Context: an optimization exercise on an open-source flow, tuned for small area, a short achievable clock period and few clock cycles. The choices shown serve that exercise and are no tape-out recipe.
Function was checked by simulation only, so behaviour that the tests miss may differ from the original.
Power and IR drop assume default switching activity.

<file path="flow/standard.sh">
#!/bin/bash
# synth_recipe.tcl (not shown) runs the flow's synth.tcl, then flattens the netlist and writes it again
# the make line also repeats each setting of config.mk as NAME=value (left out here)
make -C /OpenROAD-flow-scripts/flow DESIGN_CONFIG=/design/flow/config.mk WORK_HOME=/design/flow/orfs CLKGATE_MAP_FILE= SYNTH_SCRIPT=/design/flow/synth_recipe.tcl "${@:-finish}"
</file>
<file path="flow/flow/out_flops.tcl">
# Before detailed placement: move each flip-flop that drives an output
# port's buffer onto that buffer's location, so the register sits next to
# its port; detailed placement then legalizes it. No logic changes.
set block [ord::get_db_block]
set moved 0
foreach bterm [$block getBTerms] {
  if { [$bterm getIoType] != "OUTPUT" } { continue }
  set net [$bterm getNet]
  if { $net == "NULL" } { continue }
  set buf "NULL"
  foreach it [$net getITerms] { if { [$it isOutputSignal] } { set buf [$it getInst] } }
  if { $buf == "NULL" } { continue }
  set innet "NULL"
  foreach it [$buf getITerms] { if { [$it isInputSignal] } { set innet [$it getNet] } }
  if { $innet == "NULL" } { continue }
  set drv "NULL"
  foreach it [$innet getITerms] { if { [$it isOutputSignal] } { set drv [$it getInst] } }
  if { $drv == "NULL" } { continue }
  if { ![[$drv getMaster] isSequential] } { continue }
  lassign [$buf getLocation] x y
  $drv setLocation $x $y
  incr moved
}
puts "out_flops: moved $moved output flip-flops next to their port buffers"
</file>
<file path="flow/config.mk">
export PLATFORM = sky130hd
export DESIGN_NAME = pred_enc
export DESIGN_NICKNAME = pred_enc
export VERILOG_FILES = /design/flow/design.v
export SDC_FILE = /design/flow/constraint.sdc
export NUM_CORES = 8
export LEC_CHECK = 0
export CAP_MARGIN = 20
export CORE_MARGIN = 2
export CORE_UTILIZATION = 60
export PLACE_DENSITY = 0.72
export SLEW_MARGIN = 20
</file>
<file path="flow/constraint.sdc">
create_clock -name core_clock -period 22.0 [get_ports {clk}]
set_input_delay 4.4000 -clock core_clock [delete_from_list [all_inputs] [get_ports {clk}]]
set_output_delay 4.4000 -clock core_clock [all_outputs]
set_load 0.01 [all_outputs]
</file>
<file path="flow/design.v">
module pred_enc (
    input  wire        clk,
    input  wire        rst,
    input  wire        in_valid,
    output wire        in_ready,
    input  wire [15:0] in_r,
    input  wire [15:0] in_g,
    input  wire [15:0] in_b,
    input  wire [15:0] in_ar,
    input  wire [15:0] in_ag,
    input  wire [15:0] in_ab,
    input  wire        in_odd,
    input  wire        in_pred_en,
    input  wire        in_last,
    output wire        out_valid,
    input  wire        out_ready,
    output wire [63:0] out_data,
    output wire [15:0] out_entry,
    output wire        out_last
);
    localparam [1:0] MODE_FLAT = 2'b01;
    localparam [1:0] MODE_PRED = 2'b10;
    localparam [1:0] MODE_RAW  = 2'b11;
    localparam integer RING  = 68;          
    localparam integer TAP   = RING - 3;    
    localparam integer SW    = 84;          
    localparam integer AW    = 234;         
    localparam integer HOLES = RING - 64;   
    integer i, c, kk;
    function [16:0] add16;
        input [15:0] a;
        input [15:0] b;
        input        ci;
        reg   [15:0] g, p, gn, pn;
        integer      j, d;
        begin
            g = a & b;
            p = a ^ b;
            g[0] = g[0] | (p[0] & ci);
            for (d = 1; d < 16; d = d * 2) begin
                gn = g;
                pn = p;
                for (j = d; j < 16; j = j + 1) begin
                    gn[j] = g[j] | (p[j] & g[j-d]);
                    pn[j] = p[j] & p[j-d];
                end
                g = gn;
                p = pn;
            end
            add16 = {g[15], (a ^ b) ^ {g[14:0], ci}};
        end
    endfunction
    function ge16;
        input [15:0] a;
        input [15:0] b;
        reg   [16:0] s;
        begin
            s = add16(a, ~b, 1'b1);
            ge16 = s[16];
        end
    endfunction
    function gt16;
        input [15:0] a;
        input [15:0] b;
        reg   [16:0] s;
        begin
            s = add16(a, ~b, 1'b0);
            gt16 = s[16];
        end
    endfunction
    function [13:0] predict;
        input        odd;
        input        first;
        input [13:0] left;    
        input [13:0] bv;      
        input [13:0] cv;      
        reg          a_gt_b, c_ge_a, c_ge_b, a_ge_c, b_ge_c;
        reg   [15:0] s, cy;
        reg   [16:0] sum;
        begin
            a_gt_b = gt16({2'b0, left}, {2'b0, bv});
            c_ge_a = ge16({2'b0, cv}, {2'b0, left});
            c_ge_b = ge16({2'b0, cv}, {2'b0, bv});
            a_ge_c = ge16({2'b0, left}, {2'b0, cv});
            b_ge_c = ge16({2'b0, bv}, {2'b0, cv});
            s   = {2'b0, left} ^ {2'b0, bv} ^ ~{2'b0, cv};
            cy  = (({2'b0, left} & {2'b0, bv}) | ({2'b0, left} & ~{2'b0, cv})
                 | ({2'b0, bv} & ~{2'b0, cv})) << 1;
            sum = add16(s, cy, 1'b1);
            if (!odd)                  predict = first ? 14'd0 : left;
            else if (first)            predict = bv;
            else if (c_ge_a && c_ge_b) predict = a_gt_b ? bv : left;
            else if (a_ge_c && b_ge_c) predict = a_gt_b ? left : bv;
            else                       predict = sum[13:0];
        end
    endfunction
    function [14:0] map_res;
        input [13:0] u;
        input [13:0] p;
        reg   [16:0] d;
        begin
            d = add16({2'b0, u}, ~{2'b0, p}, 1'b1);     
            map_res = {d[13:0] ^ {14{d[14]}}, d[14]};
        end
    endfunction
    reg rst_q;
    always @(posedge clk) rst_q <= rst;
    reg        in_rdy;
    reg        in_rdy_o;             
    reg        in_first;             
    reg [1:0]  inflight;             
    wire       in_fire = in_valid & in_rdy;
    assign in_ready = in_rdy_o;
    reg        s0_v, s0_first, s0_last, s0_odd, s0_pen;
    reg [41:0] s0_u, s0_a;
    always @(posedge clk) begin
        s0_u     <= {in_r[13:0], in_g[13:0], in_b[13:0]};
        s0_a     <= {in_ar[13:0], in_ag[13:0], in_ab[13:0]};
        s0_odd   <= in_odd;
        s0_pen   <= in_pred_en;
        s0_last  <= in_last;
        s0_first <= in_first;
        s0_v     <= in_fire;
    end
    reg [41:0] prev_u, prev_a;
    reg        blk_odd, blk_pen, blk_flat;
    reg [5:0]  blk_cnt;
    wire odd_now = s0_first ? s0_odd : blk_odd;
    wire [13:0] p_r = predict(odd_now, s0_first, prev_u[41:28], s0_a[41:28], prev_a[41:28]);
    wire [13:0] p_g = predict(odd_now, s0_first, prev_u[27:14], s0_a[27:14], prev_a[27:14]);
    wire [13:0] p_b = predict(odd_now, s0_first, prev_u[13:0],  s0_a[13:0],  prev_a[13:0]);
    wire        same_px = (s0_u == prev_u);
    reg [6:0]  bd_n;
    reg        bd_odd, bd_pen, bd_flat;
    always @(posedge clk) begin
        if (s0_v) begin
            prev_u <= s0_u;
            prev_a <= s0_a;
            if (s0_first) begin
                blk_odd  <= s0_odd;
                blk_pen  <= s0_pen;
                blk_flat <= 1'b1;
                blk_cnt  <= 6'd1;
            end else begin
                if (!same_px) blk_flat <= 1'b0;
                blk_cnt <= blk_cnt + 6'd1;
            end
            if (s0_last) begin
                bd_n    <= s0_first ? 7'd1 : {1'b0, blk_cnt} + 7'd1;
                bd_odd  <= odd_now;
                bd_pen  <= s0_first ? s0_pen : blk_pen;
                bd_flat <= s0_first ? 1'b1 : (blk_flat & same_px);
            end
        end
    end
    reg [SW*RING-1:0] rdat;
    reg [RING-1:0]    rv;
    wire [SW-1:0] slot_last = rdat[SW*(RING-1) +: SW];
    wire [SW-1:0] slot_tap  = rdat[SW*TAP +: SW];
    wire          v_tap     = rv[TAP];
    reg  [6:0] wait_cnt;             
    wire       consume;              
    wire       miss = v_tap & (wait_cnt == 7'd0) & ~consume;
    always @(posedge clk) begin
        rdat <= {rdat[SW*(RING-1)-1:0], s0_v ? {s0_u, p_r, p_g, p_b} : slot_last};
    end
    always @(posedge clk) begin
        if (rst_q) begin
            rv       <= {RING{1'b0}};
            wait_cnt <= 7'd0;
        end else begin
            for (i = 1; i < RING; i = i + 1)
                rv[i] <= rv[i-1];
            rv[TAP+1] <= v_tap & ~consume;
            rv[0]     <= s0_v | rv[RING-1];
            if (miss)                wait_cnt <= RING - 1;
            else if (wait_cnt != 0)  wait_cnt <= wait_cnt - 7'd1;
        end
    end
    reg        c1_v, c1_first, c1_last;
    always @(posedge clk) begin
        c1_v     <= s0_v;
        c1_first <= s0_v & s0_first;
        c1_last  <= s0_last;
    end
    wire [SW-1:0] slot0 = rdat[SW-1:0];
    wire [14:0] c1_m [0:2];
    assign c1_m[0] = map_res(slot0[83:70], slot0[41:28]);
    assign c1_m[1] = map_res(slot0[69:56], slot0[27:14]);
    assign c1_m[2] = map_res(slot0[55:42], slot0[13:0]);
    reg [10:0] cost [0:2][0:14];
    reg [15:0] ca, cb, cc, cs, ck;
    reg [16:0] csum;
    reg [14:0] cq;
    reg        cesc;
    always @(posedge clk) begin
        for (c = 0; c < 3; c = c + 1)
            for (kk = 0; kk < 15; kk = kk + 1) begin
                cq   = c1_m[c] >> kk;
                cesc = (cq[14:4] != 11'd0);
                ca = {5'd0, c1_first ? 11'd0 : cost[c][kk]};
                cb = c1_v ? {12'd0, cq[3:0] | {4{cesc}}} : 16'd0;
                cc = c1_v ? (cesc ? 16'd16 : kk + 1) : 16'd0;
                cs = ca ^ cb ^ cc;
                ck = ((ca & cb) | (ca & cc) | (cb & cc)) << 1;
                csum = add16(cs, ck, 1'b0);
                cost[c][kk] <= csum[10:0];
            end
    end
    reg        da_go;
    always @(posedge clk) da_go <= c1_v & c1_last & ~rst_q;
    function [14:0] min4;
        input [14:0] v0, v1, v2, v3;
        reg g01, g02, g03, g12, g13, g23;
        reg s0, s1, s2, s3;
        begin
            g01 = gt16({5'd0, v0[10:0]}, {5'd0, v1[10:0]});
            g02 = gt16({5'd0, v0[10:0]}, {5'd0, v2[10:0]});
            g03 = gt16({5'd0, v0[10:0]}, {5'd0, v3[10:0]});
            g12 = gt16({5'd0, v1[10:0]}, {5'd0, v2[10:0]});
            g13 = gt16({5'd0, v1[10:0]}, {5'd0, v3[10:0]});
            g23 = gt16({5'd0, v2[10:0]}, {5'd0, v3[10:0]});
            s0 = ~g01 & ~g02 & ~g03;
            s1 =  g01 & ~g12 & ~g13;
            s2 =  g02 &  g12 & ~g23;
            s3 =  g03 &  g13 &  g23;
            min4 = ({15{s0}} & v0) | ({15{s1}} & v1) | ({15{s2}} & v2) | ({15{s3}} & v3);
        end
    endfunction
    reg [14:0] lv [0:15];
    reg [14:0] m1 [0:3];
    reg [14:0] m2;
    reg [3:0]  bk [0:2];
    reg [10:0] bc [0:2];
    always @(*) begin
        for (c = 0; c < 3; c = c + 1) begin
            for (kk = 0; kk < 15; kk = kk + 1)
                lv[kk] = {kk[3:0], cost[c][kk]};
            lv[15] = {4'd15, 11'h7FF};     
            for (kk = 0; kk < 4; kk = kk + 1)
                m1[kk] = min4(lv[4*kk], lv[4*kk+1], lv[4*kk+2], lv[4*kk+3]);
            m2 = min4(m1[0], m1[1], m1[2], m1[3]);
            bk[c] = m2[14:11];
            bc[c] = m2[10:0];
        end
    end
    reg        db_go;
    reg [10:0] db_c [0:2];
    reg [6:0]  db_n;
    reg        db_odd, db_pen, db_flat;
    always @(posedge clk) begin
        db_go <= da_go & ~rst_q;
        for (c = 0; c < 3; c = c + 1)
            db_c[c] <= bc[c];
        db_n    <= bd_n;
        db_odd  <= bd_odd;
        db_pen  <= bd_pen;
        db_flat <= bd_flat;
    end
    wire [15:0] on12   = {9'd0, db_odd ? db_n : 7'd0} + 16'd12;    
    wire [15:0] t_a = {5'd0, db_c[0]}, t_b = {5'd0, db_c[1]}, t_c = {5'd0, db_c[2]};
    wire [15:0] s1  = t_a ^ t_b ^ t_c;
    wire [15:0] k1  = ((t_a & t_b) | (t_a & t_c) | (t_b & t_c)) << 1;
    wire [15:0] s2  = s1 ^ k1 ^ on12;
    wire [15:0] k2  = ((s1 & k1) | (s1 & on12) | (k1 & on12)) << 1;
    wire [16:0] pbs = add16(s2, k2, 1'b0);
    wire [12:0] pred_bits = pbs[12:0];
    wire [16:0] rbs = add16({4'd0, db_n, 5'd0}, {5'd0, db_n, 4'd0}, 1'b0);
    wire [12:0] raw_bits = rbs[12:0];                               
    wire        too_long = gt16({3'd0, pred_bits}, {3'd0, raw_bits});
    wire [16:0] plen = add16({7'd0, pred_bits[11:3]}, 16'd0, pred_bits[2:0] != 3'd0);
    reg  [1:0]  d_mode;
    reg  [8:0]  d_len;
    always @(*) begin
        if (db_pen && db_flat) begin
            d_mode = MODE_FLAT;
            d_len  = 9'd6;
        end else if (!db_pen || too_long) begin
            d_mode = MODE_RAW;
            d_len  = raw_bits[11:3];
        end else begin
            d_mode = MODE_PRED;
            d_len  = plen[8:0];
        end
    end
    reg [19:0] kq0, kq1, kq2;
    reg [1:0]  kq_n;
    wire [19:0] kq_in = {bk[0], bk[1], bk[2], bd_odd, bd_n};
    wire        kq_pop;
    always @(posedge clk) begin
        if (rst_q) begin
            kq_n <= 2'd0;
        end else begin
            case ({da_go, kq_pop})
                2'b10: begin
                    if (kq_n == 2'd0) kq0 <= kq_in;
                    if (kq_n == 2'd1) kq1 <= kq_in;
                    if (kq_n == 2'd2) kq2 <= kq_in;
                    kq_n <= kq_n + 2'd1;
                end
                2'b01: begin
                    kq0 <= kq1;
                    kq1 <= kq2;
                    kq_n <= kq_n - 2'd1;
                end
                2'b11: begin
                    kq0 <= (kq_n == 2'd1) ? kq_in : kq1;
                    kq1 <= (kq_n == 2'd2) ? kq_in : kq2;
                    if (kq_n == 2'd3) kq2 <= kq_in;
                end
                default: ;
            endcase
        end
    end
    reg [10:0] mq0, mq1, mq2;
    reg [1:0]  mq_n;
    wire [10:0] mq_in = {d_mode, d_len};
    wire        mq_pop;
    always @(posedge clk) begin
        if (rst_q) begin
            mq_n <= 2'd0;
        end else begin
            case ({db_go, mq_pop})
                2'b10: begin
                    if (mq_n == 2'd0) mq0 <= mq_in;
                    if (mq_n == 2'd1) mq1 <= mq_in;
                    if (mq_n == 2'd2) mq2 <= mq_in;
                    mq_n <= mq_n + 2'd1;
                end
                2'b01: begin
                    mq0 <= mq1;
                    mq1 <= mq2;
                    mq_n <= mq_n - 2'd1;
                end
                2'b11: begin
                    mq0 <= (mq_n == 2'd1) ? mq_in : mq1;
                    mq1 <= (mq_n == 2'd2) ? mq_in : mq2;
                    if (mq_n == 2'd3) mq2 <= mq_in;
                end
                default: ;
            endcase
        end
    end
    wire [3:0] ak0 = kq0[19:16];
    wire [3:0] ak1 = kq0[15:12];
    wire [3:0] ak2 = kq0[11:8];
    wire       aodd = kq0[7];
    wire [6:0] an  = kq0[6:0];
    reg  [5:0] acnt;                
    wire       a_last = ({1'b0, acnt} == an - 7'd1);
    reg        r1_v, r1_first, r1_last, r1_odd;
    reg [44:0] r1_m;
    reg [41:0] r1_u;
    reg [14:0] r1_l;
    reg [11:0] r1_k;
    wire       r1_move;             
    wire       r1_free = ~r1_v | r1_move;
    wire       kq_ok   = (kq_n != 2'd0);
    assign consume = v_tap & (wait_cnt == 7'd0) & r1_free & kq_ok;
    assign kq_pop  = consume & a_last;
    function [4:0] rice_len;
        input [14:0] m;
        input [3:0]  k;
        reg   [14:0] q;
        reg   [16:0] s;
        begin
            q = m >> k;
            s = add16({12'd0, q[3:0]}, {12'd0, k}, 1'b1);
            rice_len = (q[14:4] != 11'd0) ? 5'd31 : s[4:0];
        end
    endfunction
    wire [14:0] a_m0 = map_res(slot_tap[83:70], slot_tap[41:28]);
    wire [14:0] a_m1 = map_res(slot_tap[69:56], slot_tap[27:14]);
    wire [14:0] a_m2 = map_res(slot_tap[55:42], slot_tap[13:0]);
    always @(posedge clk) begin
        if (rst_q) begin
            r1_v <= 1'b0;
            acnt <= 6'd0;
        end else begin
            if (consume)      r1_v <= 1'b1;
            else if (r1_move) r1_v <= 1'b0;
            if (consume) acnt <= a_last ? 6'd0 : acnt + 6'd1;
        end
        if (consume) begin
            r1_m     <= {a_m0, a_m1, a_m2};
            r1_u     <= slot_tap[83:42];
            r1_l     <= {rice_len(a_m0, ak0), rice_len(a_m1, ak1), rice_len(a_m2, ak2)};
            r1_k     <= {ak0, ak1, ak2};
            r1_odd   <= aodd;
            r1_first <= (acnt == 6'd0);
            r1_last  <= a_last;
        end
    end
    wire [1:0] bmode = mq0[10:9];
    wire [8:0] blen  = mq0[8:0];
    function [30:0] rice_code;
        input [14:0] m;
        input [3:0]  k;
        input [4:0]  len;
        begin
            if (len == 5'd31)
                rice_code = {16'hFFFF, m};
            else
                rice_code = (~(31'h7FFFFFFF << len) & (31'h7FFFFFFF << ({1'b0, k} + 5'd1)))
                          | ({16'd0, m} & ~(31'h7FFFFFFF << k));
        end
    endfunction
    wire [30:0] cd0 = rice_code(r1_m[44:30], r1_k[11:8], r1_l[14:10]);
    wire [30:0] cd1 = rice_code(r1_m[29:15], r1_k[7:4],  r1_l[9:5]);
    wire [30:0] cd2 = rice_code(r1_m[14:0],  r1_k[3:0],  r1_l[4:0]);
    wire [16:0] l12s = add16({11'd0, r1_l[9:5]}, {11'd0, r1_l[4:0]}, 1'b0);
    wire [5:0]  l12  = l12s[5:0];
    wire [16:0] plens = add16({11'd0, r1_l[14:10]}, {10'd0, l12}, r1_odd);
    wire [93:0] pred_tok = ({63'd0, cd0} << l12) | ({63'd0, cd1} << r1_l[4:0]) | {63'd0, cd2};
    wire [6:0]  pred_len = plens[6:0];
    wire [47:0] raw_tok  = {r1_u[35:28], 2'b00, r1_u[41:36],
                            r1_u[21:14], 2'b00, r1_u[27:22],
                            r1_u[7:0],   2'b00, r1_u[13:8]};
    reg  [93:0] b_tok;
    reg  [6:0]  b_len;
    always @(*) begin
        case (bmode)
            MODE_PRED: begin b_tok = pred_tok; b_len = pred_len; end
            MODE_RAW:  begin b_tok = {46'd0, raw_tok}; b_len = 7'd48; end
            default:   begin
                b_tok = r1_first ? {46'd0, raw_tok} : 94'd0;
                b_len = r1_first ? 7'd48 : 7'd0;
            end
        endcase
    end
    reg        r2_v, r2_last, r2_hdr;
    reg [93:0] r2_tok;
    reg [6:0]  r2_len;              
    reg [10:0] r2_ent;
    wire       r2_acc;              
    wire       r2_free = ~r2_v | r2_acc;
    wire       mq_ok   = (mq_n != 2'd0);
    assign r1_move = r1_v & mq_ok & r2_free;
    assign mq_pop  = r1_move & r1_last;
    always @(posedge clk) begin
        if (rst_q) begin
            r2_v <= 1'b0;
        end else begin
            if (r1_move)     r2_v <= 1'b1;
            else if (r2_acc) r2_v <= 1'b0;
        end
        if (r1_move) begin
            r2_tok   <= b_tok;
            r2_len   <= b_len;
            r2_last  <= r1_last;
            r2_hdr   <= r1_first & (bmode == MODE_PRED);
            r2_ent   <= {blen, bmode};
        end
    end
    reg [AW-1:0] acc;               
    reg [8:0]    occ;               
    reg [43:0]   sent;              
    reg [3:0]    slast;             
    reg          ov;                
    reg          ov_o;              
    wire [15:0] xa  = {7'd0, occ};
    wire [15:0] xb  = {9'd0, r2_len};
    wire [15:0] xc  = r2_hdr ? 16'd12 : 16'd0;
    wire [15:0] xs  = xa ^ xb ^ xc;
    wire [15:0] xk  = ((xa & xb) | (xa & xc) | (xb & xc)) << 1;
    wire [16:0] xx  = add16(xs, xk, 1'b0);
    wire [8:0]  x   = xx[8:0];
    wire        ins = r2_v & ~gt16({7'd0, x}, AW);
    assign r2_acc = ins;
    wire [16:0] shs  = add16(AW, {8'hFF, ~x[7:0]}, 1'b1);   
    wire [AW-1:0] tok_at = {{(AW-94){1'b0}}, r2_tok} << shs[7:0];
    wire [AW-1:0] hdr_at = {kq0[19:8], {(AW-12){1'b0}}} >> {occ[7:6], 6'd0};
    wire [AW-1:0] acc_i  = acc | (ins ? (tok_at | (r2_hdr ? hdr_at : {AW{1'b0}})) : {AW{1'b0}});
    wire [2:0]  fup  = x[8:6] + {2'd0, x[5:0] != 6'd0};      
    wire [8:0]  xm1  = x - 9'd1;
    reg  [3:0]  touch;
    reg  [43:0] sent_i;
    reg  [3:0]  slast_i;
    always @(*) begin
        for (i = 0; i < 4; i = i + 1)
            touch[i] = (occ[8:6] <= i) && (xm1[8:6] >= i) && (x != occ);
        sent_i  = sent;
        slast_i = slast;
        if (ins) begin
            for (i = 0; i < 4; i = i + 1)
                if (touch[i]) sent_i[43 - 11*i -: 11] = sent[43 - 11*i -: 11] | r2_ent;
            if (r2_last)
                slast_i[3 - xm1[7:6]] = 1'b1;
        end
    end
    wire [8:0]  occ_i = ins ? (r2_last ? {fup, 6'd0} : x) : occ;
    wire        emit   = ov & out_ready;
    wire [8:0]  occ_e  = {occ_i[8:6] - 3'd1, occ_i[5:0]};
    always @(posedge clk) begin
        if (rst_q) begin
            acc   <= {AW{1'b0}};
            occ   <= 9'd0;
            sent  <= 44'd0;
            slast <= 4'd0;
        end else if (emit) begin
            acc   <= {acc_i[AW-65:0], 64'd0};
            occ   <= occ_e;
            sent  <= {sent_i[32:0], 11'd0};
            slast <= {slast_i[2:0], 1'b0};
        end else begin
            acc   <= acc_i;
            occ   <= occ_i;
            sent  <= sent_i;
            slast <= slast_i;
        end
        if (rst | rst_q) begin
            ov   <= 1'b0;
            ov_o <= 1'b0;
        end else begin
            ov   <= emit ? (occ_i[8] | occ_i[7]) : (occ_i[8] | occ_i[7] | occ_i[6]);
            ov_o <= (ov_o & out_ready) ? (occ_i[8] | occ_i[7]) : (occ_i[8] | occ_i[7] | occ_i[6]);
        end
    end
    assign out_valid = ov_o;
    assign out_last  = slast[3];
    assign out_entry = {5'd0, sent[43:33]};
    genvar bi;
    generate
        for (bi = 0; bi < 8; bi = bi + 1) begin : g_bytes
            assign out_data[8*bi +: 8] = acc[AW - 1 - 8*bi -: 8];
        end
    endgenerate
    reg       sv;                    
    reg [6:0] tcnt;                  
    reg [2:0] hcnt;                  
    reg       mid;                   
    reg       wr_ok;                 
    wire pass_v = rv[RING-1];
    wire wr     = s0_v;
    wire writable = ~pass_v & ~sv & ((hcnt < HOLES) | (tcnt == 7'd1));
    wire       sv_1   = (wr | (tcnt == 7'd0)) ? 1'b0 : (sv | pass_v);
    wire [6:0] tcnt_1 = wr ? 7'd1 : ((tcnt == RING - 1) ? 7'd0 : tcnt + 7'd1);
    wire       hole   = writable & ~wr & mid;
    wire [2:0] hcnt_1 = (wr & s0_first) ? 3'd0 : ((hole && hcnt != 3'd7) ? hcnt + 3'd1 : hcnt);
    wire       mid_1  = wr ? ~s0_last : mid;
    wire       pass_v_1 = rv[RING-2];
    wire       sv_2     = (tcnt_1 == 7'd0) ? 1'b0 : (sv_1 | pass_v_1);
    wire [6:0] tcnt_2   = (tcnt_1 == RING - 1) ? 7'd0 : tcnt_1 + 7'd1;
    wire [2:0] hcnt_2   = (wr_ok && mid_1 && hcnt_1 != 3'd7) ? hcnt_1 + 3'd1 : hcnt_1;
    wire       pass_v_2 = v_tap & ~consume;
    wire       wr_ok_2  = ~pass_v_2 & ~sv_2 & ((hcnt_2 < HOLES) | (tcnt_2 == 7'd1));
    wire       in_first_nx = in_fire ? in_last : in_first;
    wire [1:0] infl_nx  = inflight + {1'b0, in_fire & in_first} - {1'b0, mq_pop};
    wire [1:0] infl_f   = inflight + {1'b0, in_first} - {1'b0, mq_pop};
    wire [1:0] infl_0   = inflight - {1'b0, mq_pop};
    wire       rdy_f    = ~pass_v_2 & (~in_last | (infl_f != 2'd3));
    wire       rdy_0    = wr_ok_2 & (~in_first | (infl_0 != 2'd3));
    wire       wr_ok_nx = in_fire ? ~pass_v_2 : wr_ok_2;
    always @(posedge clk) begin
        if (rst) begin
            in_rdy   <= 1'b0;
            in_rdy_o <= 1'b0;
        end else if (rst_q) begin
            in_rdy   <= 1'b1;
            in_rdy_o <= 1'b1;
        end else begin
            in_rdy   <= in_fire ? rdy_f : rdy_0;
            in_rdy_o <= (in_valid & in_rdy_o) ? rdy_f : rdy_0;       
        end
        if (rst_q) begin
            in_first <= 1'b1;
            inflight <= 2'd0;
            wr_ok    <= 1'b1;
            sv       <= 1'b0;
            tcnt     <= 7'd0;
            hcnt     <= 3'd0;
            mid      <= 1'b0;
        end else begin
            in_first <= in_first_nx;
            inflight <= infl_nx;
            wr_ok    <= wr_ok_nx;
            sv       <= sv_1;
            tcnt     <= tcnt_1;
            hcnt     <= hcnt_1;
            mid      <= mid_1;
        end
    end
endmodule
</file>
<file path="flow/flow/run.sh">
#!/bin/bash
set -euo pipefail
here=$(pwd)
target_ns=${TARGET_NS:-5.8}
margin=$(python3 -c "print(round(${FLOW_PERIOD_NS} - ${target_ns}, 3))")
cts="-sink_clustering_enable -repair_clock_nets -sink_clustering_size 30 -sink_clustering_max_diameter 50 -dont_use_dummy_load"
echo "period ${FLOW_PERIOD_NS} ns, repair target ${target_ns} ns, SETUP_SLACK_MARGIN=${margin}, CTS_ARGS=${cts}" > flow_settings.log
bash standard.sh "SETUP_SLACK_MARGIN=${margin}" SKIP_GATE_CLONING=1 "CTS_ARGS=${cts}" \
    "PRE_DETAIL_PLACE_TCL=${here}/flow/out_flops.tcl" \
    "BUFFER_PORTS_ARGS=-buffer_cell sky130_fd_sc_hd__buf_4" finish > standard_flow.log 2>&1
</file>
==> reports/metrics.csv <==
stage,metric,value,unit
run_status,status,"complete, no violations",
sta,setup_viol,0,
worst_setup_path,cp_slowest_cell,dfxtp_2,
sta,slew_viol_final,0,
run,maxCapViolCount,0,
worst_setup_path,worstSetupPathType,reg -> out,
worst_setup_path,reg2reg_depth,29,
detailed_routing,wl,558000,um
worst_setup_path,cpPeakStageDelay,360,ps
power,p_int,22.2,mW
min_path,hold_class,reg -> reg,
detailed_routing,drt-pass1-iter-count,9,
global_route,grt_max_degree,121,
layout,nets,22100,
die,num_io_pins,186,
yosys,synth_cell_types,104,
global_route,grt.overflow.total,0,
clock_network,cts_tree,built,
place,dp_hpwl,388000,um
detailed_routing,routed_via_density,5.67,
clock_network,clkLatencyLatePin,1030,ps
global_route,grt_pass1_vias,141000,
worst_setup_path,worst-path-buf-inv,1,
power,combPwrFrac,0.332,
sta,tightestPinTransition,1270,ps
worst_setup_path,cp.depth,1,
die,die_y,632,um
sta,finalHoldViolations,0,
power,ir_drop,238,uV
clock_network,clock-sinks,7170,
yosys,syn_area,237000,um2
layout,synthToLayoutAreaGrowth,9.79,%
sta,fmax,169,MHz
worst_setup_path,cp_max_fo,2,
sta,setup_ws,16070,ps
layout,drive_above_1_share,0.0968,
yosys,synth_edf_count,427,
power,clkPwrFrac,0.227,
clock_network,holdBufCountCts,0,
yosys,yosys-mux-area-fraction,0.0329,
yosys,synth_area_leaders,"dfxtp_1 (57%), ha_1 (8.5%), edfxtp_1 (5.4%)",
detailed_routing,drt-initial-drc-count,12000,
sta,skew,124,ps
layout,mostFrequentLayoutCells,"dfxtp_1 (6629), ha_1 (1592), nor2_1 (1365), inv_1 (1111), nand2_1 (940)",
detailed_routing,drc,0,
yosys,ys.flop_type,dfxtp_1,
detailed_routing,num_vias,144000,
power,power.density,129,nW/um2
yosys,synth_top_area_share,0.570,
min_path,hold_depth,0,
die,die_w,632,um
die,die_area,399000,um2
power,p_switching,11.4,mW
worst_setup_path,end_kind,output pin,
die,initial_utilization,0.603,
global_route,antenna_found_initial,43,
worst_setup_path,cp.required,17600,ps
sta,whs,255,ps
sta,rsz0062_at_grt,yes,
die,core_area,393000,um2
clock_network,h-tree-depth,5,
worst_setup_path,arrival,1530,ps
detailed_routing,ant_nets,0,
worst_setup_path,worst_setup_path_start_kind,register,
power,fin_total_pwr,33.6,mW
sta,maxSlewHeadroom,0.146,
yosys,synth_top_family_by_area,compound AO/OA/AOI/OAI gates,
power,p_sw_frac,0.340,
global_route,grtUsageTotal,0.273,
worst_setup_path,crit_chain,buf_6,
clock_network,root_buffer,clkbuf_16,
clock_network,clk_pin_slew_worst_paths,100,ps
yosys,yosysSeqAreaShare,0.625,
clock_network,cts_buffers,461,
place,postPlaceCellArea,243000,um2
sta,fin_crit,5930,ps
power,seq_power_share,0.440,
yosys,synthAdderAreaFrac,0.101,
clock_network,clk_path_buf_depth,4,
yosys,synthCells,19800,
yosys,synth_xor_area_frac,0.0242,
sta,fin_setup_tns,0,ps
place,pre_cts_slack,13970,ps
detailed_routing,wl_per_cell,22.0,um
yosys,synth-async-reset-ratio,0,
global_route,grt_first_pass_wirelength,840000,um
layout,mostFrequentLayoutCell,dfxtp_1,
layout,fin_area,260000,um2
yosys,synth_top_area_cell,dfxtp_1,
place,io_buffers,168,
die,num_rows,230,
yosys,synth_compound_area_frac,0.110,
yosys,yosysWarnings,7,
yosys,synth_seq_cells,7170,
place,gp_congestion,0.977,
worst_setup_path,crit_family,flip-flops,
yosys,avgSynthCellArea,11.9,um2
sta,min_period_over_period,0.270,
yosys,synth-simple-area-share,0.0764,
power,leakage,108,nW
what timing repair did:
item / 4_1_cts / 5_1_grt
setup buffers: 158 / 124
resized for setup: 426 / 343
setup endpoints to repair: 733 / 403
hold endpoints to repair: 0 / 0
pin swaps: 64 / 153
cell usage after synthesis (64+ instances only):
cell and instances:
mux4_2 114, xnor2_1 423, mux2i_1 354, a211oi_1 444
a31oi_1 122, o211ai_1 122, o21bai_1 114, a2111oi_0 84
mux2_2 148, xor2_1 224, and3_1 64, a222oi_1 100
nand2b_1 103, o22ai_1 92, fa_1 182, nor2_1 1397
nor2b_1 251, a21o_1 233, inv_1 1128, nor3_1 252
a21oi_1 854, a22oi_1 98, buf_4 81, nor4_1 71
nand4_1 139, ha_1 1617, dfxtp_1 6743, nand3_1 235
o21ai_0 682, or3_1 99, and2_1 118, o21a_1 180
edfxtp_1 427, nand2_1 965, clkbuf_1 529
power groups by stage:
stage | registers, mW | logic, mW | clock network, mW
2_1_floorplan | 14.8 | 6.98 | 0
3_3_place_gp | 15.0 | 9.69 | 0
3_5_place_dp | 15.1 | 9.91 | 0
4_1_cts | 14.8 | 10.4 | 7.82
5_1_grt | 14.9 | 12.3 | 8.27
6_report | 14.8 | 11.2 | 7.64
sequential cells by signal, summed over array words and instances, names as in the netlist, 44 cells and up:
register,flops
rdat,5712
cost,495
acc,234
r2_tok,94
rv,68
r1_m,45
sent,44
final timing paths:
path               from            to  slack (ps)
max            acc[176]  out_data[62]       16070
min          rdat[2814]    rdat[2898]         260
max reg2reg    rdat[42]   cost[32][9]       16260
min reg2reg  rdat[2814]    rdat[2898]         260
cell type report:
type	instances	area, um2
flip-flops and latches	7170	148000
fillers	29000	133000
multi-input cells	10800	84100
clock buffers	461	11500
well taps	5220	6530
repair buffers	615	5260
inverters	1143	4300
diodes	23	57.6
logic make-up after synthesis:
| logic type | Yosys count |
|---|---|
| fa+ha+maj | 1799 |
| xor+xnor | 650 |
| buf+inv | 1864 |
| simple gates | 3882 |
| flops | 7170 |
| other cells | 1 |
| compound gates | 3828 |
| mux | 616 |
per-stage QoR:
step	instances	utilization
6_report	25400	0.662
2_1_floorplan	19800	-
3_3_place_gp	24600	0.619
4_1_cts	25300	0.656
3_5_place_dp	24600	0.619
5_1_grt	25400	0.662
per-layer routing:
layer / track usage / vias up / wire length (um)
met4: 0.133 / 4 / 31400
met3: 0.0422 / 1260 / 36700
li1: - / 69300 / -
met5: 0 / - / 19
met2: 0.442 / 4704 / 254000
met1: 0.358 / 68800 / 236000
Testbench counts, summed over its fixed seeds: cycles 47,295.

[afterwards: timing with drivers on the ports]
The results above use ideal ports. As a check the final layout listed here was re-extracted and re-timed, cells and wires unchanged.
Step 1, drivers: a clkbuf_16 drives clk and a buf_2 each remaining input, both assumed.
Step 2 adds t to the input delays and takes it off the output delays; t is the mean of the earliest and latest rising clock arrival at the registers after step 1. Input paths then give back, and output paths get back, about the clock's delay inside the block.
Three values: ideal ports, drivers, drivers and shift; two values: the first two.
shift t [ns]: 1.076
slack for setup (ns): 16.067 / 15.961 / 15.241
latest minus earliest clock arrival (ns): 0.135 / 0.135
slew at the worst register clock pin (ns): 0.11 / 0.11
pins driven straight from the clock port: 1
After both steps this run still meets setup and hold. For this run, drivers alone change the setup slack by -0.106 ns; drivers and shift together by -0.826 ns.
